What follows belongs to an exercise in optimizing a design on an open flow for small area and a short achievable clock period; a production flow would make more cautious choices.
RTL that was checked went through simulation tests only; none was proved equivalent to the original.
Function not checked in runs 1 to 3: the RTL went through the layout flow alone.
No activity file was given, so power comes from the tool's default toggle rates.

## flow/design.v

```verilog
module rld_ecc_enc (
    input  wire [63:0] data,
    output wire [7:0]  check,
    output wire        dpar      
);
    function [64*7-1:0] dpos_table(input integer unused);
        integer p, n;
        begin
            dpos_table = {64*7{1'b0}};
            n = 0;
            for (p = 1; p < 72; p = p + 1)
                if ((p & (p - 1)) != 0) begin
                    dpos_table[7*n +: 7] = p[6:0];
                    n = n + 1;
                end
        end
    endfunction
    localparam [64*7-1:0] DPOS = dpos_table(0);
    function [63:0] row_mask(input integer h);
        integer j;
        begin
            for (j = 0; j < 64; j = j + 1)
                row_mask[j] = (DPOS[7*j+3 +: 4] == h);
        end
    endfunction
    function [63:0] col_mask(input integer l);
        integer j;
        begin
            for (j = 0; j < 64; j = j + 1)
                col_mask[j] = (DPOS[7*j +: 3] == l);
        end
    endfunction
    wire [8:0] row;
    wire [7:0] col;
    genvar g;
    generate
        for (g = 0; g < 9; g = g + 1) begin : g_row
            assign row[g] = ^(data & row_mask(g));
        end
        for (g = 0; g < 8; g = g + 1) begin : g_col
            assign col[g] = ^(data & col_mask(g));
        end
    endgenerate
    wire c37 = col[3] ^ col[7];
    wire c56 = col[5] ^ col[6];
    wire r37 = row[3] ^ row[7];
    wire r56 = row[5] ^ row[6];
    assign check[0] = col[1] ^ col[5] ^ c37;
    assign check[1] = col[2] ^ col[6] ^ c37;
    assign check[2] = col[4] ^ col[7] ^ c56;
    assign check[3] = row[1] ^ row[5] ^ r37;
    assign check[4] = row[2] ^ row[6] ^ r37;
    assign check[5] = row[4] ^ row[7] ^ r56;
    assign check[6] = row[8];
    assign check[7] = (col[0] ^ col[3]) ^ c56 ^
                      (row[1] ^ row[2]) ^ (row[4] ^ row[7]) ^ row[8];
    assign dpar = ((col[0] ^ col[1]) ^ (col[2] ^ col[4])) ^ (c37 ^ c56);
endmodule
module rld_ecc (
    input  wire        clk,
    input  wire        rst,
    input  wire        in_valid,
    input  wire [71:0] in_code,
    input  wire [63:0] in_wdata,
    input  wire [7:0]  in_bmask,
    input  wire        in_wpoison,
    output reg         out_valid,
    output wire [63:0] out_data,
    output wire [71:0] out_code,
    output reg  [1:0]  out_status,
    output reg  [6:0]  out_syn,
    output wire        out_poison
);
    localparam [1:0] ST_CLEAN  = 2'd0;
    localparam [1:0] ST_CORR   = 2'd1;
    localparam [1:0] ST_POISON = 2'd2;
    localparam [1:0] ST_UE     = 2'd3;
    function [64*7-1:0] dpos_table(input integer unused);
        integer p, n;
        begin
            dpos_table = {64*7{1'b0}};
            n = 0;
            for (p = 1; p < 72; p = p + 1)
                if ((p & (p - 1)) != 0) begin
                    dpos_table[7*n +: 7] = p[6:0];
                    n = n + 1;
                end
        end
    endfunction
    localparam [64*7-1:0] DPOS = dpos_table(0);
    function integer part(input integer j);
        part = (DPOS[7*j+3 +: 4] == j / 8) ? 0 : 1;
    endfunction
    wire [63:0] rd_data = in_code[63:0];
    wire [7:0]  rd_recalc;
    wire        rd_dpar;
    rld_ecc_enc u_chk_enc (
        .data  (rd_data),
        .check (rd_recalc),
        .dpar  (rd_dpar)
    );
    wire [6:0] syn    = in_code[70:64] ^ rd_recalc[6:0];
    wire       parity = rd_dpar ^ (^in_code[71:64]);
    reg [63:0] pre;
    integer b;
    always @* begin
        for (b = 0; b < 8; b = b + 1)
            pre[8*b +: 8] = in_bmask[b] ? in_wdata[8*b +: 8] : rd_data[8*b +: 8];
    end
    wire [7:0] pre_check;
    wire       pre_dpar_unused;
    rld_ecc_enc u_wr_enc (
        .data  (pre),
        .check (pre_check),
        .dpar  (pre_dpar_unused)
    );
    function [7:0] part_cols(input integer b, input integer k);
        integer jj;
        begin
            part_cols = 8'd0;
            for (jj = 8*b; jj < 8*b + 8; jj = jj + 1)
                if (part(jj) == k)
                    part_cols[DPOS[7*jj +: 3]] = 1'b1;
        end
    endfunction
    function integer part_row(input integer b, input integer k);
        part_row = (b == 0) ? k : b + k;
    endfunction
    wire [15:0] syn_row = 16'd1 << syn[6:3];
    wire [7:0]  syn_col = 8'd1 << syn[2:0];
    reg [15:0] hit;
    integer j, k;
    always @* begin
        for (b = 0; b < 8; b = b + 1)
            for (k = 0; k < 2; k = k + 1)
                hit[2*b + k] = parity && !in_bmask[b] && syn_row[part_row(b, k)] &&
                               |(syn_col & part_cols(b, k));
    end
    reg [63:0] r_npre;       
    reg [7:0]  r_check;
    reg [15:0] r_hit;
    reg [7:0]  r_syn_col;    
    reg        r_syn_even;   
    reg        r_syn_nz;     
    reg        r_syn_hi;     
    reg        r_parity;
    reg        r_wpoison;    
    reg        r_full;       
    always @(posedge clk) begin
        if (rst)
            out_valid <= 1'b0;
        else
            out_valid <= in_valid;
        r_npre     <= ~pre;
        r_check    <= pre_check;
        out_syn    <= syn;
        r_hit      <= hit;
        r_syn_col  <= syn_col;
        r_syn_even <= ~(^syn);
        r_syn_nz   <= (syn != 7'd0);
        r_syn_hi   <= (syn > 7'd71);
        r_parity   <= parity;
        r_wpoison  <= in_wpoison && (in_bmask != 8'h00);
        r_full     <= (in_bmask == 8'hFF);
    end
    wire [6:0] s = out_syn;
    always @* begin
        if (!r_syn_nz)
            out_status = r_parity ? ST_CORR : ST_CLEAN;
        else if (!r_parity)
            out_status = ST_UE;
        else if (s == 7'h7F)
            out_status = ST_POISON;
        else if (!r_syn_hi)
            out_status = ST_CORR;
        else
            out_status = ST_UE;
    end
    wire bad_word = r_syn_nz && (!r_parity || r_syn_hi);
    assign out_poison = r_wpoison || (bad_word && !r_full);
    reg [63:0] flip;
    always @* begin
        for (j = 0; j < 64; j = j + 1)
            flip[j] = r_hit[2*(j/8) + part(j)] && r_syn_col[DPOS[7*j +: 3]];
    end
    wire applied = |r_hit;
    assign out_data = ~(r_npre ^ flip);
    wire [6:0] new_c  = r_check[6:0] ^ (applied ? s : 7'd0) ^ {7{out_poison}};
    wire       new_c7 = r_check[7] ^ (applied & r_syn_even);
    assign out_code = {new_c7, new_c, out_data};
endmodule
```

## flow/flow/run.sh

```bash
#!/bin/bash
# The standard layout, with two changes in how cells are chosen:
# - the port buffers are buf_1 cells (buffer_ports -buffer_cell);
# - the 3-input XOR/XNOR cells are added to the platform's don't-use list,
#   so that synthesis builds the XOR trees from 2-input cells, which are
#   faster and smaller here.
# Every tool's output goes to the ORFS logs; make's own output to standard.log.
export BUFFER_PORTS_ARGS="-buffer_cell sky130_fd_sc_hd__buf_1"
EXTRA="sky130_fd_sc_hd__xnor3_1 sky130_fd_sc_hd__xnor3_2 sky130_fd_sc_hd__xnor3_4 sky130_fd_sc_hd__xor3_1 sky130_fd_sc_hd__xor3_2 sky130_fd_sc_hd__xor3_4"
# The platform's own don't-use list (platforms/sky130hd/config.mk).
PLATFORM="sky130_fd_sc_hd__probe_p_8 sky130_fd_sc_hd__probec_p_8 sky130_fd_sc_hd__lpflow_bleeder_1 sky130_fd_sc_hd__lpflow_clkbufkapwr_1 sky130_fd_sc_hd__lpflow_clkbufkapwr_16 sky130_fd_sc_hd__lpflow_clkbufkapwr_2 sky130_fd_sc_hd__lpflow_clkbufkapwr_4 sky130_fd_sc_hd__lpflow_clkbufkapwr_8 sky130_fd_sc_hd__lpflow_clkinvkapwr_1 sky130_fd_sc_hd__lpflow_clkinvkapwr_16 sky130_fd_sc_hd__lpflow_clkinvkapwr_2 sky130_fd_sc_hd__lpflow_clkinvkapwr_4 sky130_fd_sc_hd__lpflow_clkinvkapwr_8 sky130_fd_sc_hd__lpflow_decapkapwr_12 sky130_fd_sc_hd__lpflow_decapkapwr_3 sky130_fd_sc_hd__lpflow_decapkapwr_4 sky130_fd_sc_hd__lpflow_decapkapwr_6 sky130_fd_sc_hd__lpflow_decapkapwr_8 sky130_fd_sc_hd__lpflow_inputiso0n_1 sky130_fd_sc_hd__lpflow_inputiso0p_1 sky130_fd_sc_hd__lpflow_inputiso1n_1 sky130_fd_sc_hd__lpflow_inputiso1p_1 sky130_fd_sc_hd__lpflow_inputisolatch_1 sky130_fd_sc_hd__lpflow_isobufsrc_1 sky130_fd_sc_hd__lpflow_isobufsrc_16 sky130_fd_sc_hd__lpflow_isobufsrc_2 sky130_fd_sc_hd__lpflow_isobufsrc_4 sky130_fd_sc_hd__lpflow_isobufsrc_8 sky130_fd_sc_hd__lpflow_isobufsrckapwr_16 sky130_fd_sc_hd__lpflow_lsbuf_lh_hl_isowell_tap_1 sky130_fd_sc_hd__lpflow_lsbuf_lh_hl_isowell_tap_2 sky130_fd_sc_hd__lpflow_lsbuf_lh_hl_isowell_tap_4 sky130_fd_sc_hd__lpflow_lsbuf_lh_isowell_4 sky130_fd_sc_hd__lpflow_lsbuf_lh_isowell_tap_1 sky130_fd_sc_hd__lpflow_lsbuf_lh_isowell_tap_2 sky130_fd_sc_hd__lpflow_lsbuf_lh_isowell_tap_4"
bash standard.sh "DONT_USE_CELLS=$EXTRA $PLATFORM" finish > standard.log 2>&1
```

## flow/standard.sh

```bash
#!/bin/bash
# synth_recipe.tcl (not shown) runs the flow's synth.tcl, then flattens the netlist and writes it again
# the make line also repeats each setting of config.mk as NAME=value (left out here)
make -C /OpenROAD-flow-scripts/flow DESIGN_CONFIG=/design/flow/config.mk WORK_HOME=/design/flow/orfs CLKGATE_MAP_FILE= SYNTH_SCRIPT=/design/flow/synth_recipe.tcl "${@:-finish}"
```

## flow/config.mk

```make
export PLATFORM = sky130hd
export DESIGN_NAME = rld_ecc
export DESIGN_NICKNAME = rld_ecc
export VERILOG_FILES = /design/flow/design.v
export SDC_FILE = /design/flow/constraint.sdc
export NUM_CORES = 4
export LEC_CHECK = 0
export CAP_MARGIN = 20
export CORE_MARGIN = 2
export CORE_UTILIZATION = 40
export SETUP_SLACK_MARGIN = 2.5
export SLEW_MARGIN = 20
```

## flow/constraint.sdc

```tcl
create_clock -name core_clock -period 6.0 [get_ports {clk}]
set_input_delay 1.2000 -clock core_clock [delete_from_list [all_inputs] [get_ports {clk}]]
set_output_delay 1.2000 -clock core_clock [all_outputs]
set_load 0.01 [all_outputs]
```

==> flow_metrics.env, run 1 <==
export IMPL_async_flop_share_pct=0
export IMPL_antenna_found_initial=0
export IMPL_slew_violations=0
export IMPL_worst_pin_slew_ps=955
export IMPL_worst_ep_arrival_time_ps=3640
export IMPL_die_w_um=140
export IMPL_hold_worst_slack_ps=989
export IMPL_ctsHoldBuffers=0
export IMPL_cts_max_level=3
export IMPL_path_buf_inv=1
export IMPL_rsz0062_at_grt="yes"
export IMPL_drc=0
export IMPL_synth_main_ff_cell="dfxtp_1"
export IMPL_p_per_area_nw_per_um2=499
export IMPL_hold_violations=0
export IMPL_wl_met3_mm=1.35
export IMPL_syn_area_um2=7420
export IMPL_grt_pass1_vias=5786
export IMPL_fmax_mhz=294
export IMPL_start_kind="input port"
export IMPL_placementRows=49
export IMPL_critical_path_slowest_cell="mux2i_1"
export IMPL_hpwl_mm=20.5
export IMPL_syn_inst=786
export IMPL_combinationalPowerShare_pct=61.3
export IMPL_status="timing/DRC/antenna clean"
export IMPL_die_h_um=140
export IMPL_ant_nets=0
export IMPL_drt_iter0_drc=333
export IMPL_clk_path_buf_depth=2
export IMPL_synth_edf_count=0
export IMPL_critPathMostFrequentCell="xnor2_2"
export IMPL_port_buffers=294
export IMPL_p_switching_uw=1970
export IMPL_routed_wl_mm=24.1
export IMPL_cap_violations=0
export IMPL_power_clock_fraction_pct=14.5
export IMPL_worstPathRequired_ps=6240
export IMPL_highest_layer="met4"
export IMPL_critPathMaxStageDelay_ps=500
export IMPL_via_per_inst=4.68
export IMPL_clk_pin_slew_ps=80
export IMPL_antennaDiodeCount=0
export IMPL_avgSynthCellArea_um2=9.44
export IMPL_synth_seq_cells=110
export IMPL_total_power_uw=4330
export IMPL_cp_top_family="XOR/XNOR gates"
export IMPL_post_drt_wl_per_cell_um=19.5
export IMPL_met1_length_mm=10.1
export IMPL_grt_use_total_pct=24.2
export IMPL_crit_chain="buf_1 > xnor2_1 > xnor2_2 > xnor2_1 > xnor2_2 > xnor2_2 > mux2i_1 > nand3_1 > nor4_1"
export IMPL_yosysTopAreaCellShare_pct=30.0
export IMPL_cts_sinks=110
export IMPL_area_growth_pct=16.7
export IMPL_synth_most_common_cell="xnor2_1"
export IMPL_p_sw_share_pct=45.6
export IMPL_layout_drive_gt1_share_pct=4.65
export IMPL_p_leak_uw=0.00297
export IMPL_min_path_type="in -> reg"
export IMPL_design_die_area_um2=19700
export IMPL_pin_count=295
export IMPL_internal_power_uw=2350
export IMPL_firstDrtPassIters=6
export IMPL_cts_tree="built"
export IMPL_num_vias=5801
export IMPL_synth_common_cells="254 x xnor2_1, 110 x dfxtp_1, 96 x xor2_1"
export IMPL_cts_made_buffers=9
export IMPL_setup_violations=0
export IMPL_crit_fanout=8
export IMPL_route_met2_wl_mm=12.1
export IMPL_grt_overflow=0
export IMPL_seq_area_frac_synth_pct=29.7
export IMPL_nets=1155
export IMPL_pwr_share_seq_pct=24.2
export IMPL_initial_core_util_pct=41.0
export IMPL_syn_nets=934
export IMPL_grt_max_degree=18
export IMPL_layout_min_cycle_time_ps=3400
export IMPL_gp_congestion=0.892
export IMPL_vdd_drop_max_v=0.000277
export IMPL_yosys_warnings=1
export IMPL_grt_first_pass_wirelength_mm=34.8
export IMPL_path_class="in -> reg"
export IMPL_synth_top_area_cell="xnor2_1"
export IMPL_ys_types=32
export IMPL_max_slew_margin_rel_pct=36.3
export IMPL_tns_ps=0
export IMPL_setup_worst_path_end_class="flip-flop"
export IMPL_root_buffer="clkbuf_16"
export IMPL_period_share_pct=56.7
export IMPL_synth_area_leaders="xnor2_1 30%, dfxtp_1 30%, xor2_1 11%"
export IMPL_core_um2=18100
export IMPL_n_fill_cell=1818
state kept, by name, indices dropped and copies added (netlist names):
signal      flops
r_syn_even      1
r_hit          16
out_valid       1
out_syn         7
r_full          1
r_syn_hi        1
r_npre         64
r_parity        1
r_syn_nz        1
r_wpoison       1
r_syn_col       8
r_check         8
cell type report:
class                   instances  area [um^2]  share of cell area [%]
well taps                     229          287                    3.31
multi-input cells             582         4700                    54.3
clock inverters                 4         55.1                   0.635
repair buffers                298         1150                    13.2
flip-flops and latches        110         2200                    25.4
inverters                       6         25.0                   0.289
clock buffers                  11          243                    2.80
cells in the final DEF, fill, tap and decap left out, types with 4 or more instances in the layout:
master and n:
buf_4 4, xnor2_2 14, o21ai_0 4, clkbuf_2 5, nor2_1 20, xnor2_1 245
clkbuf_16 9, buf_1 288, mux2i_1 69, nand4_1 4, nor3_1 10, inv_1 5
xor2_1 95, dfxtp_1 110, nand2_1 80, nor4_1 11, nand3_1 5
worst paths after layout:
kind	endpoint	cells after the start	slack [ps]	startpoint
setup / recovery	r_hit[0]	9	2600	in_code[25]
hold / removal	out_valid	2	990	rst
kinds of logic after synthesis:
| family | synth area share [%] |
|---|---|
| AOI/OAI and AO/OA | 1.16 |
| DFF | 29.7 |
| and+or+nand+nor | 8.73 |
| xor gates and xnor gates | 43.0 |
| buffers and inverters | 8.14 |
| muxes | 9.31 |
metrics by stage:
step                      std cells  setup slack, ps  utilization [%]  area (um^2)
after floorplan                 786             2830                -         7420
after global placement         1222             2050             45.6         8240
after detailed placement       1222             2020             45.6         8240
after CTS                      1238             2520             47.3         8550
after global routing           1240             2450             47.9         8660
final                          1240             2600             47.9         8660
power groups by stage:
stage | clock network [uW] | logic, uW | registers (uW)
after floorplan | 0 | 1960 | 976
after global placement | 0 | 2500 | 1060
after detailed placement | 0 | 2510 | 1060
after CTS | 628 | 2530 | 1040
after global routing | 660 | 2870 | 1060
final | 626 | 2650 | 1050
metal layers:
metal / vias up / global-route usage (%)
met5: - / 0
met4: 0 / 7.81
met3: 25 / 2.67
met2: 230 / 43.0
met1: 2680 / 30.8
li1: 2866 / -
what timing repair did:
| item | 4_1_cts | 5_1_grt |
|---|---|---|
| pin swaps | 1 | 2 |
| buffers inserted | 1 | 2 |
| setup endpoints to repair | 2 | 30 |
| resized for setup | 2 | 21 |
==> inputs of run 2 (changes only) <==
--- a/flow/design.v
+++ b/flow/design.v
@@ -107,12 +107,17 @@
         for (b = 0; b < 8; b = b + 1)
             pre[8*b +: 8] = in_bmask[b] ? in_wdata[8*b +: 8] : rd_data[8*b +: 8];
     end
-    wire [7:0] pre_check;
-    wire       pre_dpar_unused;
-    rld_ecc_enc u_wr_enc (
-        .data  (pre),
-        .check (pre_check),
-        .dpar  (pre_dpar_unused)
+    wire [7:0] pre_check_lo, pre_check_hi;
+    wire       pre_dpar_lo_unused, pre_dpar_hi_unused;
+    rld_ecc_enc u_wr_enc_lo (
+        .data  ({32'd0, pre[31:0]}),
+        .check (pre_check_lo),
+        .dpar  (pre_dpar_lo_unused)
+    );
+    rld_ecc_enc u_wr_enc_hi (
+        .data  ({pre[63:32], 32'd0}),
+        .check (pre_check_hi),
+        .dpar  (pre_dpar_hi_unused)
     );
     function [7:0] part_cols(input integer b, input integer k);
         integer jj;
@@ -137,10 +142,9 @@
                                |(syn_col & part_cols(b, k));
     end
     reg [63:0] r_npre;       
-    reg [7:0]  r_check;
+    reg [7:0]  r_check_lo, r_check_hi;
     reg [15:0] r_hit;
     reg [7:0]  r_syn_col;    
-    reg        r_syn_even;   
     reg        r_syn_nz;     
     reg        r_syn_hi;     
     reg        r_parity;
@@ -152,11 +156,11 @@
         else
             out_valid <= in_valid;
         r_npre     <= ~pre;
-        r_check    <= pre_check;
+        r_check_lo <= pre_check_lo;
+        r_check_hi <= pre_check_hi;
         out_syn    <= syn;
         r_hit      <= hit;
         r_syn_col  <= syn_col;
-        r_syn_even <= ~(^syn);
         r_syn_nz   <= (syn != 7'd0);
         r_syn_hi   <= (syn > 7'd71);
         r_parity   <= parity;
@@ -185,7 +189,8 @@
     end
     wire applied = |r_hit;
     assign out_data = ~(r_npre ^ flip);
+    wire [7:0] r_check = r_check_lo ^ r_check_hi;
     wire [6:0] new_c  = r_check[6:0] ^ (applied ? s : 7'd0) ^ {7{out_poison}};
-    wire       new_c7 = r_check[7] ^ (applied & r_syn_even);
+    wire       new_c7 = r_check[7] ^ (applied & ~(^s));
     assign out_code = {new_c7, new_c, out_data};
 endmodule
==> flow/flow/run.sh (replaced) <==
#!/bin/bash
# The standard layout, with two changes in how cells are chosen:
# - the port buffers are buf_1 cells (buffer_ports -buffer_cell);
# - the 3-input XOR/XNOR cells and the 3- and 4-input ORs are added to the platform's don't-use list,
#   so that synthesis builds the XOR trees from 2-input cells, which are
#   faster and smaller here.
# Every tool's output goes to the ORFS logs; make's own output to standard.log.
export BUFFER_PORTS_ARGS="-buffer_cell sky130_fd_sc_hd__buf_1"
EXTRA="sky130_fd_sc_hd__xnor3_1 sky130_fd_sc_hd__xnor3_2 sky130_fd_sc_hd__xnor3_4 sky130_fd_sc_hd__xor3_1 sky130_fd_sc_hd__xor3_2 sky130_fd_sc_hd__xor3_4 sky130_fd_sc_hd__or4_1 sky130_fd_sc_hd__or4_2 sky130_fd_sc_hd__or4_4 sky130_fd_sc_hd__or4b_1 sky130_fd_sc_hd__or4b_2 sky130_fd_sc_hd__or4b_4 sky130_fd_sc_hd__or4bb_1 sky130_fd_sc_hd__or4bb_2 sky130_fd_sc_hd__or4bb_4 sky130_fd_sc_hd__or3_1 sky130_fd_sc_hd__or3_2 sky130_fd_sc_hd__or3_4 sky130_fd_sc_hd__or3b_1 sky130_fd_sc_hd__or3b_2 sky130_fd_sc_hd__or3b_4"
# The platform's own don't-use list (platforms/sky130hd/config.mk).
PLATFORM="sky130_fd_sc_hd__probe_p_8 sky130_fd_sc_hd__probec_p_8 sky130_fd_sc_hd__lpflow_bleeder_1 sky130_fd_sc_hd__lpflow_clkbufkapwr_1 sky130_fd_sc_hd__lpflow_clkbufkapwr_16 sky130_fd_sc_hd__lpflow_clkbufkapwr_2 sky130_fd_sc_hd__lpflow_clkbufkapwr_4 sky130_fd_sc_hd__lpflow_clkbufkapwr_8 sky130_fd_sc_hd__lpflow_clkinvkapwr_1 sky130_fd_sc_hd__lpflow_clkinvkapwr_16 sky130_fd_sc_hd__lpflow_clkinvkapwr_2 sky130_fd_sc_hd__lpflow_clkinvkapwr_4 sky130_fd_sc_hd__lpflow_clkinvkapwr_8 sky130_fd_sc_hd__lpflow_decapkapwr_12 sky130_fd_sc_hd__lpflow_decapkapwr_3 sky130_fd_sc_hd__lpflow_decapkapwr_4 sky130_fd_sc_hd__lpflow_decapkapwr_6 sky130_fd_sc_hd__lpflow_decapkapwr_8 sky130_fd_sc_hd__lpflow_inputiso0n_1 sky130_fd_sc_hd__lpflow_inputiso0p_1 sky130_fd_sc_hd__lpflow_inputiso1n_1 sky130_fd_sc_hd__lpflow_inputiso1p_1 sky130_fd_sc_hd__lpflow_inputisolatch_1 sky130_fd_sc_hd__lpflow_isobufsrc_1 sky130_fd_sc_hd__lpflow_isobufsrc_16 sky130_fd_sc_hd__lpflow_isobufsrc_2 sky130_fd_sc_hd__lpflow_isobufsrc_4 sky130_fd_sc_hd__lpflow_isobufsrc_8 sky130_fd_sc_hd__lpflow_isobufsrckapwr_16 sky130_fd_sc_hd__lpflow_lsbuf_lh_hl_isowell_tap_1 sky130_fd_sc_hd__lpflow_lsbuf_lh_hl_isowell_tap_2 sky130_fd_sc_hd__lpflow_lsbuf_lh_hl_isowell_tap_4 sky130_fd_sc_hd__lpflow_lsbuf_lh_isowell_4 sky130_fd_sc_hd__lpflow_lsbuf_lh_isowell_tap_1 sky130_fd_sc_hd__lpflow_lsbuf_lh_isowell_tap_2 sky130_fd_sc_hd__lpflow_lsbuf_lh_isowell_tap_4"
bash standard.sh "DONT_USE_CELLS=$EXTRA $PLATFORM" finish > standard.log 2>&1
==> run 2 against run 1 <==
  * Synthesized cell count decreased by 0.25%
  * Clock power increased by 61%
  * Synthesized area increased by 2.2%
  * Hold slack got worse by 66 ps
  * Maximum frequency decreased by 1.2%
  * Critical path depth increased by 1
  * Core utilization increased by 0.58 points
  * Setup slack got worse by 41 ps
  * Die area increased by 2.1%
  * Sequential share of layout area increased by 0.27 points
  * Count of clock-buffer cells in the layout increased by 7
  * Routed wire length decreased by 2.1%
  * Critical path type unchanged
  * Largest cell class unchanged
  * Highest routed layer unchanged
==> flow_metrics.env, run 2 <==
export IMPL_status="timing/DRC/antenna clean"
export IMPL_initial_core_util_pct=40.7
export IMPL_nets=1163
export IMPL_seq_area_frac_synth_pct=30.6
export IMPL_num_vias=5843
export IMPL_die_w_um=142
export IMPL_cts_tree="built"
export IMPL_avgSynthCellArea_um2=9.67
export IMPL_fmax_mhz=291
export IMPL_cts_sinks=116
export IMPL_synth_seq_cells=116
export IMPL_rsz0062_at_grt="yes"
export IMPL_synth_edf_count=0
export IMPL_clk_path_buf_depth=2
export IMPL_gp_congestion=0.895
export IMPL_top_register="r_npre"
export IMPL_worst_ep_arrival_time_ps=3730
export IMPL_setup_slack_ps=2560
export IMPL_slew_violations=0
export IMPL_clk_pin_slew_ps=60
export IMPL_min_path_type="in -> reg"
export IMPL_placementRows=50
export IMPL_design_die_area_um2=20100
export IMPL_crit_chain="buf_1 > xnor2_1 > xnor2_1 > xnor2_1 > xnor2_2 > xor2_2 > xnor2_1 > xnor2_4 > nand2_2 > nor4_1"
export IMPL_worst_pin_slew_ps=1030
export IMPL_synth_top_area_cell="dfxtp_1"
export IMPL_max_slew_margin_rel_pct=31.3
export IMPL_worstPathRequired_ps=6290
export IMPL_drt_iter0_drc=275
export IMPL_cp_top_family="XOR/XNOR gates"
export IMPL_final_cell_mix="294 x buf_1, 248 x xnor2_1, 116 x dfxtp_1"
export IMPL_setup_violations=0
export IMPL_p_leak_uw=0.00313
export IMPL_final_cell_area_um2=9040
export IMPL_antennaDiodeCount=0
export IMPL_area_growth_pct=19.2
export IMPL_via_per_inst=4.64
export IMPL_vdd_drop_max_v=0.000323
export IMPL_synth_main_ff_cell="dfxtp_1"
export IMPL_firstDrtPassIters=4
export IMPL_layout_drive_gt1_share_pct=4.68
export IMPL_critical_path_slowest_cell="xnor2_1"
export IMPL_hpwl_mm=19.7
export IMPL_yosys_warnings=1
export IMPL_ant_nets=0
export IMPL_cts_made_buffers=17
export IMPL_antenna_found_initial=0
export IMPL_routed_wl_mm=23.7
export IMPL_setup_worst_path_end_class="flip-flop"
export IMPL_layout_min_cycle_time_ps=3440
export IMPL_pin_count=295
export IMPL_syn_area_um2=7580
export IMPL_grt_max_degree=17
export IMPL_tns_ps=0
export IMPL_grt_use_total_pct=23.3
export IMPL_period_share_pct=57.4
export IMPL_place_ws_ps=2170
export IMPL_root_buffer="clkbuf_16"
export IMPL_cap_violations=0
export IMPL_path_class="in -> reg"
export IMPL_synth_area_leaders="dfxtp_1 31%, xnor2_1 29%, xor2_1 12%"
export IMPL_start_kind="input port"
export IMPL_final_common_cell="buf_1"
export IMPL_grt_pass1_vias=5731
export IMPL_hold_worst_slack_ps=922
export IMPL_path_buf_inv=1
export IMPL_async_flop_share_pct=0
export IMPL_die_h_um=142
export IMPL_yosysTopAreaCellShare_pct=30.6
export IMPL_cts_max_level=4
export IMPL_reg_top3="r_npre x64, r_hit x16"
export IMPL_grt_first_pass_wirelength_mm=34.1
export IMPL_synth_most_common_cell="xnor2_1"
export IMPL_critPathMaxStageDelay_ps=400
export IMPL_ctsResizeCount=0
export IMPL_critPathMostFrequentCell="xnor2_1"
export IMPL_post_drt_wl_per_cell_um=18.8
export IMPL_syn_inst=784
export IMPL_hold_violations=0
export IMPL_placedInstanceArea_um2=8410
export IMPL_grt_overflow=0
export IMPL_synth_common_cells="250 x xnor2_1, 116 x dfxtp_1, 105 x xor2_1"
export IMPL_drc=0
export IMPL_core_um2=18600
export IMPL_total_power_uw=4570
export IMPL_p_per_area_nw_per_um2=505
export IMPL_crit_fanout=7
export IMPL_cts_post_setup_buffers_inserted=0
export IMPL_syn_nets=935
export IMPL_ys_types=35
export IMPL_largest_register_ffs=64
export IMPL_port_buffers=294
export IMPL_ctsHoldBuffers=0
-- run 2: worst paths after layout --
path	from	endpoint	slack, ps	cells after the start
setup / recovery	in_code[36]	r_hit[4]	2560	10
hold / removal	rst	out_valid	920	2
-- run 2: area by class of cell --
type,instances,area [um^2]
fill,1867,9600
inverter,6,22.5
clock inverter,14,153
tap,234,293
sequential,116,2320
timing repair buffer,294,1100
clock buffer,18,429
multi-input combinational,577,4720
-- run 2: logic make-up after synthesis --
kind of cell	after synthesis	synth area share [%]
compound gates	9	1.06
mux	69	9.27
flops	116	30.6
xor+xnor	362	42.8
simple gates	134	7.98
buf+inv	91	7.79
fa+ha+maj	3	0.495
-- run 2: report_power, final --
part	total, uW	switching, uW	internal (uW)
logic	2440	1420	1020
registers	1110	166	949
clock network	1010	392	614
total	4570	1980	2580
-- run 2: routing by layer --
metal	global-route usage, %	wire length (um)
met5	0	0
met4	7.68	419
met3	4.18	1220
met2	38.8	11400
met1	30.7	10600
-- run 2: stage by stage --
stage                     utilization [%]  std cells
after CTS                            48.2       1259
final                                48.5       1259
after global placement               45.1       1227
after global routing                 48.5       1259
after detailed placement             45.1       1227
after floorplan                         -        784
==> inputs of run 3 (changes only) <==
--- a/flow/config.mk
+++ b/flow/config.mk
@@ -8,5 +8,5 @@
 export CAP_MARGIN = 20
 export CORE_MARGIN = 2
 export CORE_UTILIZATION = 40
-export SETUP_SLACK_MARGIN = 2.5
+export SETUP_SLACK_MARGIN = 2.7
 export SLEW_MARGIN = 20
==> run 3 against run 2 <==
  * Core utilization up 0.91 points
  * Power up 3.9%
  * Clock power about the same
  * Still clean on timing, DRC and antenna
  * Sequential share of layout area down 0.47 points
  * Synthesized cell count unchanged
  * First-iteration DRC count down 17%
  * Highest routed layer unchanged
  * Hold slack worse by 2.0 ps
  * Sequential power about the same
  * Maximum frequency up 6.6%
  * Count of clock-buffer cells in the layout unchanged
  * Critical endpoint unchanged
  * Sequential cell count unchanged
  * Combinational power up 7%
==> flow_metrics.env, run 3 <==
export IMPL_status="timing/DRC/antenna clean"
export IMPL_grt_first_pass_wirelength_mm=34.2
export IMPL_layout_min_cycle_time_ps=3230
export IMPL_drc=0
export IMPL_start_kind="input port"
export IMPL_synth_main_ff_cell="dfxtp_1"
export IMPL_synth_seq_cells=116
export IMPL_post_drt_wl_per_cell_um=18.8
export IMPL_grt_pass1_vias=5734
export IMPL_min_path_type="in -> reg"
export IMPL_die_h_um=142
export IMPL_rsz0062_at_grt="yes"
export IMPL_setup_worst_path_end_class="flip-flop"
export IMPL_initial_core_util_pct=40.7
export IMPL_placedInstanceArea_um2=8410
export IMPL_clk_path_buf_depth=2
export IMPL_p_per_area_nw_per_um2=515
export IMPL_area_growth_pct=21.4
export IMPL_routed_wl_mm=23.8
export IMPL_wl_met3_mm=1.21
export IMPL_highest_layer="met4"
export IMPL_via_per_inst=4.66
export IMPL_gp_congestion=0.895
export IMPL_hold_violations=0
export IMPL_port_buffers=294
export IMPL_yosys_warnings=1
export IMPL_worst_ep_arrival_time_ps=3530
export IMPL_syn_area_um2=7580
export IMPL_ys_types=35
export IMPL_reg_top3="r_npre x64, r_hit x16"
export IMPL_syn_inst=784
export IMPL_root_buffer="clkbuf_16"
export IMPL_met1_length_mm=10.6
export IMPL_pin_count=295
export IMPL_vdd_drop_max_v=0.000368
export IMPL_fmax_mhz=310
export IMPL_synth_top_area_cell="dfxtp_1"
export IMPL_num_vias=5899
export IMPL_period_share_pct=53.8
export IMPL_route_met2_wl_mm=11.5
export IMPL_drt_iter0_drc=229
export IMPL_die_w_um=142
export IMPL_final_common_cell="buf_1"
export IMPL_hpwl_mm=19.7
export IMPL_synth_edf_count=0
export IMPL_syn_nets=935
export IMPL_largest_register_ffs=64
export IMPL_core_um2=18600
export IMPL_path_class="in -> reg"
export IMPL_worstPathRequired_ps=6300
export IMPL_antenna_found_initial=0
export IMPL_worst_pin_slew_ps=924
export IMPL_ant_nets=0
export IMPL_placementRows=50
export IMPL_cts_sinks=116
export IMPL_hold_depth=2
export IMPL_final_cell_mix="289 x buf_1, 238 x xnor2_1, 116 x dfxtp_1"
export IMPL_synth_common_cells="250 x xnor2_1, 116 x dfxtp_1, 105 x xor2_1"
export IMPL_grt_max_degree=17
export IMPL_avgSynthCellArea_um2=9.67
export IMPL_slew_violations=0
export IMPL_grt_overflow=0
export IMPL_grt_use_total_pct=23.4
export IMPL_yosysTopAreaCellShare_pct=30.6
export IMPL_synth_most_common_cell="xnor2_1"
export IMPL_seq_area_frac_synth_pct=30.6
export IMPL_setup_violations=0
export IMPL_nets=1169
export IMPL_p_leak_uw=0.00323
export IMPL_max_slew_margin_rel_pct=38.4
export IMPL_top_register="r_npre"
export IMPL_layout_drive_gt1_share_pct=6.98
export IMPL_cts_made_buffers=17
export IMPL_cts_tree="built"
export IMPL_cts_max_level=4
export IMPL_cap_violations=0
export IMPL_async_flop_share_pct=0
export IMPL_final_cell_area_um2=9210
export IMPL_tns_ps=0
export IMPL_firstDrtPassIters=5
export IMPL_crit_fanout=7
export IMPL_design_die_area_um2=20100
export IMPL_clk_pin_slew_ps=60
export IMPL_synth_area_leaders="dfxtp_1 31%, xnor2_1 29%, xor2_1 12%"
export IMPL_antennaDiodeCount=0
## run 3: area by class of cell
cell class / instances / area [um^2]
Clock inverter: 14 / 153
Tap cell: 234 / 293
Clock buffer: 18 / 429
Timing Repair Buffer: 300 / 1170
Fill cell: 1856 / 9440
Multi-Input combinational cell: 577 / 4820
Inverter: 6 / 22.5
Sequential cell: 116 / 2320
## run 3: path summary, 6_finish.rpt
| path | start | end | slack (ps) |
|---|---|---|---|
| worst min-delay path | rst | out_valid | 920 |
| worst max-delay path | in_code[36] | r_hit[4] | 2770 |
## run 3: routing by layer
layer  up-vias  track usage [%]
met5         -                0
met4         0             7.58
met3        24             4.02
met2       216             38.9
met1      2761             30.9
li1       2898                -
## run 3: logic make-up after synthesis
group / after synthesis / share of synthesized area [%]
XOR/XNOR: 362 / 42.8
AND/OR/NAND/NOR: 134 / 7.98
flip-flops: 116 / 30.6
buffers and inverters: 91 / 7.79
multiplexers: 69 / 9.27
AO/OA/AOI/OAI: 9 / 1.06
adder cells (fa/ha/maj): 3 / 0.495
## run 3: power by group
group          internal, uW  switching, uW  total (uW)
combinational          1140           1480        2620
clock                   614            393        1010
sequential              949            166        1110
total                  2700           2040        4750
## run 3: repair_timing
item	CTS	global route
gates resized for setup	6	24
pin swaps	1	3
buffers inserted	1	5
hold buffers	0	0
setup endpoints to repair	15	22
## run 3: per-stage QoR
step	total power, uW	hold WS [ps]	std cells	util [%]	setup slack (ps)
2_1_floorplan	2960	1270	784	-	2880
6_report	4750	920	1265	49.4	2770
3_3_place_gp	3540	1360	1227	45.1	2220
3_5_place_dp	3540	1360	1227	45.1	2170
4_1_cts	4600	916	1260	48.5	2670
5_1_grt	5020	934	1265	49.4	2650
## run 3: worst max-delay path, stage by stage
cell and delay, ps:
buf_1 230, xnor2_2 150, xnor2_2 250, xnor2_1 140, xnor2_2 290, xor2_2 290, xnor2_2 160, xnor2_4 290
nand2_2 180, nor4_1 340
==> inputs of run 4 (changes only) <==
--- a/flow/design.v
+++ b/flow/design.v
@@ -131,15 +131,18 @@
     function integer part_row(input integer b, input integer k);
         part_row = (b == 0) ? k : b + k;
     endfunction
-    wire [15:0] syn_row = 16'd1 << syn[6:3];
-    wire [7:0]  syn_col = 8'd1 << syn[2:0];
+    wire [7:0] syn_col = 8'd1 << syn[2:0];
+    function col_in(input [7:0] cols, input [2:0] c);
+        col_in = cols[c];
+    endfunction
     reg [15:0] hit;
     integer j, k;
     always @* begin
         for (b = 0; b < 8; b = b + 1)
             for (k = 0; k < 2; k = k + 1)
-                hit[2*b + k] = parity && !in_bmask[b] && syn_row[part_row(b, k)] &&
-                               |(syn_col & part_cols(b, k));
+                hit[2*b + k] = parity && !in_bmask[b] &&
+                               (syn[6:3] == part_row(b, k)) &&
+                               col_in(part_cols(b, k), syn[2:0]);
     end
     reg [63:0] r_npre;       
     reg [7:0]  r_check_lo, r_check_hi;
--- a/flow/config.mk
+++ b/flow/config.mk
@@ -8,5 +8,5 @@
 export CAP_MARGIN = 20
 export CORE_MARGIN = 2
 export CORE_UTILIZATION = 40
-export SETUP_SLACK_MARGIN = 2.7
+export SETUP_SLACK_MARGIN = 2.8
 export SLEW_MARGIN = 20
==> run 4 against run 3 <==
  * Still clean on timing, DRC and antenna
  * Sequential cell count is the same
  * Power grew 3.7%
  * Setup slack better by 130 ps
  * First-iteration DRC count increased by 6.1%
==> flow_metrics.env, run 4 <==
export IMPL_layout_min_cycle_time_ps=3100
export IMPL_synth_seq_cells=116
export IMPL_synth_most_common_cell="xnor2_1"
export IMPL_setup_worst_path_end_class="output pin"
export IMPL_cts_max_level=4
export IMPL_hpwl_mm=19.5
export IMPL_layout_drive_gt1_share_pct=9.21
export IMPL_synth_top_area_cell="dfxtp_1"
export IMPL_reg_top3="r_npre x64, r_hit x16"
export IMPL_worstPathRequired_ps=4800
export IMPL_ctsHoldBuffers=0
export IMPL_hold_depth=2
export IMPL_root_buffer="clkbuf_16"
export IMPL_ant_nets=0
export IMPL_grt_use_total_pct=23.6
export IMPL_rsz0062_at_grt="no"
export IMPL_slew_violations=0
export IMPL_seq_area_frac_synth_pct=30.8
export IMPL_syn_nets=930
export IMPL_syn_inst=779
export IMPL_grt_first_pass_wirelength_mm=34.3
export IMPL_top_register="r_npre"
export IMPL_clk_path_buf_depth=2
export IMPL_setup_violations=0
export IMPL_hold_worst_slack_ps=915
export IMPL_final_common_cell="buf_1"
export IMPL_design_die_area_um2=20000
export IMPL_nets=1170
export IMPL_largest_register_ffs=64
export IMPL_utilization_pct=50.1
export IMPL_p_leak_uw=0.00331
export IMPL_synth_main_ff_cell="dfxtp_1"
export IMPL_num_vias=5905
export IMPL_crit_fanout=8
export IMPL_syn_area_um2=7540
export IMPL_cts_made_buffers=17
export IMPL_fmax_mhz=323
export IMPL_ys_types=34
export IMPL_grt_overflow=0
export IMPL_hold_violations=0
export IMPL_die_w_um=141
export IMPL_placementRows=50
export IMPL_routed_wl_mm=23.8
export IMPL_die_h_um=141
export IMPL_firstDrtPassIters=5
export IMPL_avgSynthCellArea_um2=9.68
export IMPL_max_slew_margin_rel_pct=44.1
export IMPL_via_per_inst=4.66
export IMPL_min_path_type="in -> reg"
export IMPL_worst_pin_slew_ps=833
export IMPL_path_class="reg -> out"
export IMPL_worst_ep_arrival_time_ps=1900
export IMPL_antennaDiodeCount=0
export IMPL_cts_tree="built"
export IMPL_final_cell_mix="282 x buf_1, 231 x xnor2_1, 116 x dfxtp_1"
export IMPL_synth_edf_count=0
export IMPL_area_growth_pct=23.4
export IMPL_grt_max_degree=17
export IMPL_p_per_area_nw_per_um2=529
export IMPL_cap_violations=0
export IMPL_tns_ps=0
export IMPL_vdd_drop_max_v=0.000478
export IMPL_post_drt_wl_per_cell_um=18.8
export IMPL_pin_count=295
export IMPL_gp_congestion=0.858
export IMPL_status="timing/DRC/antenna clean"
export IMPL_initial_core_util_pct=40.6
export IMPL_core_um2=18600
export IMPL_cts_sinks=116
export IMPL_async_flop_share_pct=0
export IMPL_clk_pin_slew_ps=60
export IMPL_start_kind="flip-flop"
export IMPL_drc=0
export IMPL_antenna_found_initial=0
export IMPL_port_buffers=294
export IMPL_yosys_warnings=1
export IMPL_synth_common_cells="248 x xnor2_1, 116 x dfxtp_1, 106 x xor2_1"
export IMPL_grt_pass1_vias=5757
export IMPL_min_from="rst"
export IMPL_yosysTopAreaCellShare_pct=30.8
export IMPL_period_share_pct=51.6
export IMPL_drt_iter0_drc=243
export IMPL_n_fill_cell=1797
export IMPL_hold_path_end="out_valid"
export IMPL_synth_area_leaders="dfxtp_1 31%, xnor2_1 29%, xor2_1 12%"
[run 4: cell count changes after synthesis, sizes merged, moves of 2 or more]
cell	before	now
nand2	78	76
xnor2	257	253
mux2i	69	71
nor4	11	13
[run 4: power breakdown]
part / switching [uW] / total (uW) / internal [uW]
Clock: 385 / 1030 / 644
Combinational: 1550 / 2770 / 1220
Sequential: 174 / 1120 / 950
[run 4: metal layers]
metal	wire length [um]	part of all wire [%]	GRT usage, %	up-vias
met4	493	2.1	7.21	0
met1	10600	44	31.7	2761
li1	-	-	-	2889
met5	0	0	0	-
met3	1300	5.5	4.29	31
met2	11400	48	38.7	224
[run 4: cells by family after synthesis]
logic type	after synthesis	share of synthesized area, %
AOI/OAI and AO/OA	7	0.813
xor gates and xnor gates	359	42.5
adders and majority gates	3	0.498
buffers and inverters	91	7.81
DFF	116	30.8
muxes	71	9.42
and+or+nand+nor	132	8.16
[run 4: through the flow]
stage | instances | instance area (um^2) | total power [uW] | worst slack, ps
detailed placement | 1222 | 8370 | 3580 | 2110
floorplan | 779 | 7540 | 2990 | 2850
global placement | 1222 | 8370 | 3560 | 2240
CTS | 1259 | 9060 | 4700 | 2800
finish | 1266 | 9310 | 4920 | 2900
global route | 1266 | 9310 | 5210 | 2760
[run 4: area by class of cell]
| type | instances | area, um^2 | area share [%] |
|---|---|---|---|
| clock buffers | 21 | 470 | 5.06 |
| clock inverters | 11 | 125 | 1.34 |
| inverters | 6 | 22.5 | 0.242 |
| multi-input cells | 572 | 4860 | 52.2 |
| flip-flops and latches | 116 | 2320 | 25.0 |
| well taps | 234 | 293 | 3.15 |
| repair buffers | 306 | 1210 | 13.0 |
[run 4: how the worst max path moves through the flow]
stage	slack (ps)	end	depth (start not counted)	start
4_1_cts	2800	r_hit[11]	10	in_code[38]
5_1_grt	2760	r_hit[6]	11	in_code[44]
2_1_floorplan	2850	r_hit[7]	9	in_code[40]
3_3_place_gp	2240	r_hit[3]	10	in_code[52]
6_report	2900	out_code[70]	6	r_hit[13]
3_5_place_dp	2110	r_hit[3]	10	in_code[52]
[run 4: critical path: stages, from the launching register on]
cell and delay, ps:
dfxtp_1 450, nor4_2 350, nand4_1 130, buf_4 180
nand2_1 90, xnor2_1 110, buf_1 170
[run 4: timing repair]
action                     4_1_cts  5_1_grt
gates resized for setup          9       41
buffers inserted                 5        7
pin swaps                        4        8
setup endpoints to repair       23       32
==> inputs of run 5 (changes only) <==
--- a/flow/config.mk
+++ b/flow/config.mk
@@ -8,5 +8,5 @@
 export CAP_MARGIN = 20
 export CORE_MARGIN = 2
 export CORE_UTILIZATION = 40
-export SETUP_SLACK_MARGIN = 2.8
+export SETUP_SLACK_MARGIN = 2.5
 export SLEW_MARGIN = 20
==> run 5 against run 4 <==
  * Count of clock-buffer cells in the layout stayed put
  * Critical path depth is 4 higher
  * Synthesized cell count stayed put
  * Highest routed layer unchanged
  * Critical endpoint is now r_hit[14]
  * Core utilization is 1.6 points lower
  * Synthesized area stayed put
  * Global-route usage is 0.12 points lower
  * Non-clock buffer count is 11 lower
  * Sequential cell count stayed put
  * Hold slack worse by 1.6 ps
  * Via count is 0.86% lower
  * Routed wire length is 1.4% lower
  * First-iteration DRC count is 19% higher
==> flow_metrics.env, run 5 <==
export IMPL_cts_max_level=4
export IMPL_clk_pin_slew_ps=60
export IMPL_min_path_type="in -> reg"
export IMPL_yosys_warnings=1
export IMPL_pin_count=295
export IMPL_area_growth_pct=19.4
export IMPL_synth_top_area_cell="dfxtp_1"
export IMPL_clk_path_buf_depth=2
export IMPL_die_h_um=141
export IMPL_cts_tree="built"
export IMPL_final_cell_area_um2=9000
export IMPL_port_buffers=294
export IMPL_reg_top3="r_npre x64, r_hit x16"
export IMPL_syn_area_um2=7540
export IMPL_core_um2=18600
export IMPL_layout_min_cycle_time_ps=3290
export IMPL_critPathLaunch="in_code[47]"
export IMPL_grt_max_degree=17
export IMPL_syn_inst=779
export IMPL_setup_violations=0
export IMPL_rsz0062_at_grt="no"
export IMPL_slew_violations=0
export IMPL_min_from="rst"
export IMPL_antennaDiodeCount=0
export IMPL_max_slew_margin_rel_pct=39.0
export IMPL_path_class="in -> reg"
export IMPL_layout_drive_gt1_share_pct=4.60
export IMPL_synth_common_cells="248 x xnor2_1, 116 x dfxtp_1, 106 x xor2_1"
export IMPL_final_cell_mix="294 x buf_1, 246 x xnor2_1, 116 x dfxtp_1"
export IMPL_firstDrtPassIters=5
export IMPL_placementRows=50
export IMPL_setup_slack_ps=2710
export IMPL_place_ws_ps=2110
export IMPL_largest_register_ffs=64
export IMPL_design_die_area_um2=20000
export IMPL_fmax_mhz=304
export IMPL_utilization_pct=48.5
export IMPL_n_fill_cell=1835
export IMPL_worst_pin_slew_ps=915
export IMPL_root_buffer="clkbuf_16"
export IMPL_vdd_drop_max_v=0.000453
export IMPL_hold_violations=0
export IMPL_cts_sinks=116
export IMPL_hold_worst_slack_ps=914
export IMPL_ys_types=34
export IMPL_routed_wl_mm=23.5
export IMPL_post_drt_wl_per_cell_um=18.7
export IMPL_nets=1159
export IMPL_worst_ep_arrival_time_ps=3610
export IMPL_die_w_um=141
export IMPL_avgSynthCellArea_um2=9.68
export IMPL_cap_violations=0
export IMPL_hpwl_mm=19.5
export IMPL_p_per_area_nw_per_um2=515
export IMPL_p_leak_uw=0.00313
export IMPL_worstPathRequired_ps=6320
export IMPL_gp_congestion=0.858
export IMPL_hold_depth=2
export IMPL_ant_nets=0
export IMPL_start_kind="input port"
export IMPL_ctsHoldBuffers=0
export IMPL_synth_most_common_cell="xnor2_1"
export IMPL_synth_seq_cells=116
export IMPL_grt_pass1_vias=5719
export IMPL_synth_main_ff_cell="dfxtp_1"
export IMPL_initial_core_util_pct=40.6
export IMPL_setup_worst_path_end_class="flip-flop"
export IMPL_syn_nets=930
export IMPL_hold_path_end="out_valid"
export IMPL_status="timing/DRC/antenna clean"
export IMPL_drt_iter0_drc=290
export IMPL_drc=0
export IMPL_cts_made_buffers=17
export IMPL_synth_edf_count=0
export IMPL_async_flop_share_pct=0
export IMPL_grt_overflow=0
export IMPL_seq_area_frac_synth_pct=30.8
export IMPL_final_common_cell="buf_1"
export IMPL_placedInstanceArea_um2=8370
export IMPL_grt_first_pass_wirelength_mm=34.1
export IMPL_crit_fanout=5
export IMPL_antenna_found_initial=0
export IMPL_period_share_pct=54.9
export IMPL_via_per_inst=4.66
export IMPL_tns_ps=0
export IMPL_top_register="r_npre"
export IMPL_synth_area_leaders="dfxtp_1 31%, xnor2_1 29%, xor2_1 12%"
export IMPL_yosysTopAreaCellShare_pct=30.8
export IMPL_grt_use_total_pct=23.5
export IMPL_num_vias=5854
run 5: changes by cell type in the layout (fill, tap and decap cells not counted), moves of 3 or more:
cell,before,now
nor4_1,9,12
xnor2_1,231,246
buf_1,282,294
buf_4,12,1
xnor2_2,20,5
nor4_2,4,1
clkbuf_2,9,0
run 5: metrics by stage:
stage               power (uW)  instances
global placement          3560       1222
CTS                       4600       1254
floorplan                 2990        779
detailed placement        3580       1222
global route              4920       1255
finish                    4630       1255
run 5: area by class of cell:
class | count | area (um^2) | area share (%)
multi-input cells | 572 | 4660 | 51.7
flip-flops and latches | 116 | 2320 | 25.8
repair buffers | 295 | 1110 | 12.3
clock buffers | 21 | 470 | 5.23
well taps | 234 | 293 | 3.25
clock inverters | 11 | 125 | 1.39
inverters | 6 | 22.5 | 0.250
run 5: worst max-delay path: stages:
cell and delay [ps]:
buf_1 260, xnor2_1 140, xnor2_1 150, xnor2_1 380, xnor2_1 150, xnor2_1 150
xnor2_1 500, nand2_1 90, nand4bb_1 310, nor3_1 280
run 5: kinds of logic (layout without fill, tap and decap cells):
kind of cell,Yosys count,in the layout,synth area share (%)
DFF,116,116,30.8
muxes,71,71,9.42
AOI/OAI and AO/OA,7,7,0.813
adders and majority gates,3,3,0.498
buffers and inverters,91,333,7.81
and+or+nand+nor,132,132,8.16
xor gates and xnor gates,359,359,42.5
run 5: layer usage:
metal / wire length [um] / vias up / track usage, %
met5: 0 / - / 0
li1: - / 2871 / -
met3: 1580 / 27 / 3.88
met1: 10300 / 2714 / 31.8
met2: 11200 / 242 / 38.4
met4: 428 / 0 / 7.26
run 5: power by group:
group          switching [uW]  internal (uW)
sequential                171            950
combinational            1440           1050
clock                     386            644
run 5: worst max path at each step:
stage                         to  depth (start not counted)
floorplan               r_hit[7]                          9
global placement        r_hit[3]                         10
detailed placement      r_hit[3]                         10
CTS                 out_code[70]                          5
global route            r_hit[3]                         10
finish                 r_hit[14]                         10
run 5: what timing repair did:
action | 4_1_cts | 5_1_grt
buffers inserted | 0 | 1
setup endpoints to repair | 0 | 22
resized for setup | 0 | 4
==> inputs of run 6 (changes only) <==
--- a/flow/config.mk
+++ b/flow/config.mk
@@ -8,5 +8,5 @@
 export CAP_MARGIN = 20
 export CORE_MARGIN = 2
 export CORE_UTILIZATION = 40
-export SETUP_SLACK_MARGIN = 2.5
+export SETUP_SLACK_MARGIN = 3.0
 export SLEW_MARGIN = 20
==> run 6 against run 5 <==
  * Still clean on timing, DRC and antenna
  * Sequential cell count unchanged
  * Non-clock buffer count is 38 higher
  * Maximum frequency up 8.0%
  * Critical path depth grew 1
  * Final cell count rose by 3.0%
  * Power up 22%
  * Final area rose by 13%
  * Via count is 4.0% higher
  * Synthesized cell count unchanged
  * Global-route usage up 0.19 points
  * Die area stayed put
==> flow_metrics.env, run 6 <==
export IMPL_synth_edf_count=0
export IMPL_slew_violations=0
export IMPL_start_kind="input port"
export IMPL_crit_fanout=4
export IMPL_routed_wl_mm=24.6
export IMPL_setup_worst_path_end_class="flip-flop"
export IMPL_vdd_drop_max_v=0.000398
export IMPL_core_um2=18600
export IMPL_stdcell_count=1293
export IMPL_synth_seq_cells=116
export IMPL_reg_top3="r_npre x64, r_hit x16"
export IMPL_num_vias=6090
export IMPL_cts_made_buffers=17
export IMPL_via_per_inst=4.71
export IMPL_drc=0
export IMPL_grt_first_pass_wirelength_mm=34.6
export IMPL_cts_sinks=116
export IMPL_initial_core_util_pct=40.6
export IMPL_clk_pin_slew_ps=60
export IMPL_syn_area_um2=7540
export IMPL_yosysTopAreaCellShare_pct=30.8
export IMPL_cap_violations=0
export IMPL_total_power_uw=5630
export IMPL_die_h_um=141
export IMPL_tns_ps=0
export IMPL_synth_most_common_cell="xnor2_1"
export IMPL_largest_register_ffs=64
export IMPL_setup_violations=0
export IMPL_place_ws_ps=2160
export IMPL_grt_overflow=0
export IMPL_pwr_share_seq_pct=20.3
export IMPL_status="timing/DRC/antenna clean"
export IMPL_setup_slack_ps=2950
export IMPL_grt_max_degree=17
export IMPL_synth_area_leaders="dfxtp_1 31%, xnor2_1 29%, xor2_1 12%"
export IMPL_layout_min_cycle_time_ps=3050
export IMPL_hold_violations=0
export IMPL_root_buffer="clkbuf_16"
export IMPL_cts_max_level=4
export IMPL_p_per_area_nw_per_um2=554
export IMPL_post_drt_wl_per_cell_um=19.0
export IMPL_post_place_cells=1222
export IMPL_layout_drive_gt1_share_pct=21.0
export IMPL_period_share_pct=50.8
export IMPL_worst_ep_arrival_time_ps=3380
export IMPL_p_switching_uw=2350
export IMPL_p_sw_share_pct=41.8
export IMPL_hold_worst_slack_ps=922
export IMPL_top_register="r_npre"
export IMPL_combinationalPowerShare_pct=61.9
export IMPL_rsz0062_at_grt="yes"
export IMPL_gp_congestion=0.871
export IMPL_fmax_mhz=328
export IMPL_die_w_um=141
export IMPL_nets=1197
export IMPL_firstDrtPassIters=4
export IMPL_final_common_cell="buf_1"
export IMPL_yosys_warnings=1
export IMPL_min_path_type="in -> reg"
export IMPL_synth_common_cells="248 x xnor2_1, 116 x dfxtp_1, 106 x xor2_1"
export IMPL_antennaDiodeCount=0
export IMPL_avgSynthCellArea_um2=9.68
export IMPL_antenna_found_initial=0
export IMPL_synth_main_ff_cell="dfxtp_1"
export IMPL_syn_inst=779
export IMPL_async_flop_share_pct=0
export IMPL_grt_use_total_pct=23.7
export IMPL_final_cell_mix="245 x buf_1, 206 x xnor2_1, 100 x xor2_1"
export IMPL_pin_count=295
export IMPL_p_leak_uw=0.00377
export IMPL_seq_area_frac_synth_pct=30.8
export IMPL_clk_path_buf_depth=2
export IMPL_ys_types=34
export IMPL_power_clock_fraction_pct=17.9
export IMPL_grt_pass1_vias=5915
export IMPL_placementRows=50
export IMPL_cts_tree="built"
export IMPL_syn_nets=930
export IMPL_internal_power_uw=3280
export IMPL_path_class="in -> reg"
export IMPL_design_die_area_um2=20000
export IMPL_worstPathRequired_ps=6330
export IMPL_synth_top_area_cell="dfxtp_1"
export IMPL_area_growth_pct=34.7
export IMPL_hpwl_mm=19.5
export IMPL_drt_iter0_drc=313
export IMPL_max_slew_margin_rel_pct=51.9
export IMPL_worst_pin_slew_ps=716
export IMPL_port_buffers=294
export IMPL_hold_depth=2
export IMPL_ant_nets=0
run 6: routing by layer:
| metal | wire [um] | global-route usage [%] | vias to the layer above |
|---|---|---|---|
| li1 | - | - | 2948 |
| met1 | 10700 | 31.4 | 2877 |
| met2 | 12100 | 38.7 | 234 |
| met3 | 1320 | 4.18 | 31 |
| met4 | 456 | 8.53 | 0 |
| met5 | 0 | 0 | - |
run 6: critical path, cell delays in order:
cell and delay, ps:
buf_4 140, xor2_4 190, xnor2_2 170, xnor2_2 260, xor2_2 200, xnor2_2 130, buf_12 160, a22oi_2 250
buf_4 170, o2111ai_4 180, nor4_2 300
run 6: what timing repair did:
| action | 4_1_cts | 5_1_grt |
|---|---|---|
| buffers inserted | 22 | 17 |
| gates cloned | 0 | 0 |
| endpoints found under the setup margin | 35 | 34 |
| pin swaps | 17 | 53 |
| hold buffers | 0 | 0 |
| gates resized for setup | 50 | 148 |
run 6: kinds of logic after synthesis:
logic type	after synthesis	synth area share (%)
xor+xnor	359	42.5
simple gates	132	8.16
flops	116	30.8
buf+inv	91	7.81
mux	71	9.42
compound gates	7	0.813
fa+ha+maj	3	0.498
run 6: final timing paths:
check	from	endpoint	slack [ps]
setup / recovery	in_code[46]	r_hit[7]	2950
hold / removal	rst	out_valid	920
run 6: through the flow:
step	util [%]	instance area (um^2)
final	54.7	10200
after global routing	54.7	10200
after detailed placement	45.5	8450
after global placement	45.5	8450
after CTS	50.7	9410
after floorplan	-	7620
run 6: layout make-up:
type                            instances  area, um^2
Fill cell                            1693        8420
Clock buffer                           20         457
Multi-Input combinational cell        572        5330
Clock inverter                         12         130
Inverter                                6        22.5
Timing Repair Buffer                  333        1580
Sequential cell                       116        2350
Tap cell                              234         293
run 6: power groups by stage:
stage / clock network [uW] / logic, uW / registers, uW
after floorplan: 0 / 1990 / 1040
after global placement: 0 / 2470 / 1140
after detailed placement: 0 / 2490 / 1140
after CTS: 1020 / 3000 / 1130
after global routing: 1050 / 3710 / 1150
final: 1010 / 3480 / 1140
==> inputs of run 7 (changes only) <==
--- a/flow/config.mk
+++ b/flow/config.mk
@@ -8,5 +8,5 @@
 export CAP_MARGIN = 20
 export CORE_MARGIN = 2
 export CORE_UTILIZATION = 40
-export SETUP_SLACK_MARGIN = 3.0
+export SETUP_SLACK_MARGIN = 3.2
 export SLEW_MARGIN = 20
==> run 7 against run 6 <==
  * First-iteration DRC count decreased by 1.6%
  * Count of clock-buffer cells in the layout unchanged
  * Combinational power increased by 26%
  * Largest power group unchanged
  * Highest routed layer unchanged
==> flow_metrics.env, run 7 <==
export IMPL_cts_max_level=4
export IMPL_cts_sinks=116
export IMPL_slew_violations=0
export IMPL_yosysTopAreaCellShare_pct=30.8
export IMPL_firstDrtPassIters=5
export IMPL_gp_congestion=0.866
export IMPL_async_flop_share_pct=0
export IMPL_fmax_mhz=332
export IMPL_top_register="r_npre"
export IMPL_antennaDiodeCount=0
export IMPL_synth_most_common_cell="xnor2_1"
export IMPL_antenna_found_initial=0
export IMPL_port_buffers=294
export IMPL_final_cell_mix="234 x buf_1, 186 x xnor2_1, 97 x xor2_1"
export IMPL_synth_area_leaders="dfxtp_1 31%, xnor2_1 29%, xor2_1 12%"
export IMPL_nets=1212
export IMPL_seq_area_frac_synth_pct=30.8
export IMPL_design_die_area_um2=20000
export IMPL_tns_ps=0
export IMPL_die_w_um=141
export IMPL_worst_ep_arrival_time_ps=1810
export IMPL_num_vias=6247
export IMPL_layout_min_cycle_time_ps=3010
export IMPL_grt_use_total_pct=24.5
export IMPL_syn_nets=930
export IMPL_critical_path_slowest_cell="dfxtp_4"
export IMPL_final_common_cell="buf_1"
export IMPL_avgSynthCellArea_um2=9.68
export IMPL_clk_path_buf_depth=2
export IMPL_grt_max_degree=17
export IMPL_root_buffer="clkbuf_16"
export IMPL_p_per_area_nw_per_um2=604
export IMPL_hold_violations=0
export IMPL_ctsHoldBuffers=0
export IMPL_period_share_pct=50.2
export IMPL_core_um2=18600
export IMPL_total_power_uw=6580
export IMPL_synth_edf_count=0
export IMPL_initial_core_util_pct=40.6
export IMPL_crit_fanout=8
export IMPL_rsz0062_at_grt="yes"
export IMPL_setup_worst_path_end_class="output pin"
export IMPL_die_h_um=141
export IMPL_grt_first_pass_wirelength_mm=36.1
export IMPL_setup_violations=0
export IMPL_path_class="reg -> out"
export IMPL_grt_overflow=0
export IMPL_place_ws_ps=2160
export IMPL_clk_pin_slew_ps=60
export IMPL_hpwl_mm=19.3
export IMPL_worstPathRequired_ps=4800
export IMPL_p_leak_uw=0.00407
export IMPL_drt_iter0_drc=308
export IMPL_via_per_inst=4.78
export IMPL_largest_register_ffs=64
export IMPL_start_kind="flip-flop"
export IMPL_synth_common_cells="248 x xnor2_1, 116 x dfxtp_1, 106 x xor2_1"
export IMPL_cap_violations=0
export IMPL_setup_slack_ps=2990
export IMPL_ys_types=34
export IMPL_pin_count=295
export IMPL_max_slew_margin_rel_pct=40.8
export IMPL_routed_wl_mm=25.5
export IMPL_critPathCapture="out_code[68]"
export IMPL_layout_drive_gt1_share_pct=29.5
export IMPL_syn_inst=779
export IMPL_ant_nets=0
export IMPL_hold_worst_slack_ps=915
export IMPL_min_path_type="in -> reg"
export IMPL_syn_area_um2=7540
export IMPL_grt_pass1_vias=6125
export IMPL_reg_top3="r_npre x64, r_hit x16"
export IMPL_cts_tree="built"
export IMPL_critPathMaxStageDelay_ps=360
export IMPL_synth_seq_cells=116
export IMPL_area_growth_pct=44.6
export IMPL_critPathLaunch="r_hit[13]"
export IMPL_synth_main_ff_cell="dfxtp_1"
export IMPL_post_drt_wl_per_cell_um=19.5
export IMPL_synth_top_area_cell="dfxtp_1"
export IMPL_crit_chain="nor4_4 > nand4_1 > buf_6 > nand2_2 > xnor2_2 > buf_2"
export IMPL_vdd_drop_max_v=0.000643
export IMPL_drc=0
export IMPL_yosys_warnings=1
export IMPL_status="timing/DRC/antenna clean"
export IMPL_worst_pin_slew_ps=882
export IMPL_placementRows=50
export IMPL_cts_made_buffers=17
==> run 7: final cells by class <==
| type | count | area [um^2] |
|---|---|---|
| Tap cell | 234 | 293 |
| Timing Repair Buffer | 348 | 1750 |
| Sequential cell | 116 | 2360 |
| Fill cell | 1563 | 7680 |
| Inverter | 6 | 26.3 |
| Clock buffer | 20 | 457 |
| Multi-Input combinational cell | 572 | 5860 |
| Clock inverter | 11 | 153 |
==> run 7: where the power goes <==
group | switching (uW) | internal (uW) | leakage (uW)
Combinational | 2200 | 2180 | 0.00280
Sequential | 185 | 964 | 0.000979
Clock | 380 | 674 | 0.000289
==> run 7: worst min path at each step <==
stage	start	to	slack [ps]	cells past startpoint
2_1_floorplan	rst	out_valid	1270	1
3_3_place_gp	rst	out_valid	1350	2
3_5_place_dp	rst	out_valid	1360	2
4_1_cts	rst	out_valid	910	2
5_1_grt	rst	out_valid	910	2
6_report	rst	out_valid	920	2
==> run 7: logic make-up (layout without fill, tap and decap cells) <==
logic type / count (synthesis) / count (layout) / share of synthesized area, %
fa+ha+maj: 3 / 3 / 0.498
xor+xnor: 359 / 359 / 42.5
buf+inv: 91 / 385 / 7.81
flops: 116 / 116 / 30.8
mux: 71 / 71 / 9.42
simple gates: 132 / 132 / 8.16
compound gates: 7 / 7 / 0.813
==> run 7: repair_timing <==
item	4_1_cts	5_1_grt
resized for setup	199	113
buffers inserted	38	16
pin swaps	57	52
endpoints found under the setup margin	161	35
==> run 7: routing by layer <==
| layer | track usage, % | part of all wire (%) | up-vias |
|---|---|---|---|
| met1 | 31.8 | 42 | 2984 |
| met3 | 4.15 | 5.8 | 43 |
| met2 | 41.5 | 50 | 247 |
| met5 | 0 | 0 | - |
| met4 | 8.32 | 2.5 | 0 |
| li1 | - | - | 2973 |
==> run 7: stage by stage <==
stage / instances / utilization, % / cell area, um^2
global route: 1307 / 58.7 / 10900
global placement: 1222 / 45.7 / 8480
CTS: 1291 / 55.0 / 10200
detailed placement: 1222 / 45.7 / 8480
finish: 1307 / 58.7 / 10900
floorplan: 779 / - / 7670
==> run 7: worst max-delay path, delay by kind of cell, from the launching register on <==
family,cells,cell delay [ps]
buf+inv,2,340
flops,1,360
xor+xnor,1,100
simple gates,3,590

-- separate check: timing with driven ports --
The flow's constraints put no driver on any port. The routed layouts listed below were extracted and timed again, unchanged, in two steps. Step 1: set_driving_cell puts a clkbuf_16 on clk and a buf_2 on each other input, an assumption about the parent block. Step 2 also shifts input and output timing later by t, the mid clock arrival at the registers, as if the neighbouring blocks saw the same clock. a / b / c = no drivers / after step 1 / after step 2; a / b = the first two.
| run | t, ns | slack for setup (ns) | hold slack, ns | worst data-port slew with drivers (ns) | pins driven straight from the clock port |
|---|---|---|---|---|---|
| run 1 | 0.402 | 2.600 / 2.622 / 2.220 | 0.989 / 0.964 / 1.367 | 0.05 | 1 |
| run 2 | 0.464 | 2.559 / 2.581 / 2.117 | 0.922 / 0.903 / 1.366 | 0.05 | 1 |
| run 3 | 0.466 | 2.771 / 2.777 / 2.326 | 0.920 / 0.901 / 1.367 | 0.05 | 1 |
| run 4 | 0.469 | 2.904 / 2.857 / 2.453 | 0.915 / 0.891 / 1.360 | 0.05 | 1 |
| run 5 | 0.471 | 2.707 / 2.727 / 2.257 | 0.914 / 0.889 / 1.360 | 0.06 | 1 |
| run 6 | 0.469 | 2.950 / 2.973 / 2.504 | 0.922 / 0.903 / 1.372 | 0.08 | 1 |
| run 7 | 0.469 | 2.987 / 2.942 / 2.577 | 0.915 / 0.895 / 1.364 | 0.07 | 1 |
After both steps every run listed still meets setup and hold. For run 4, which loses most, drivers alone change the setup slack by -0.047 ns; drivers and shift together by -0.451 ns.
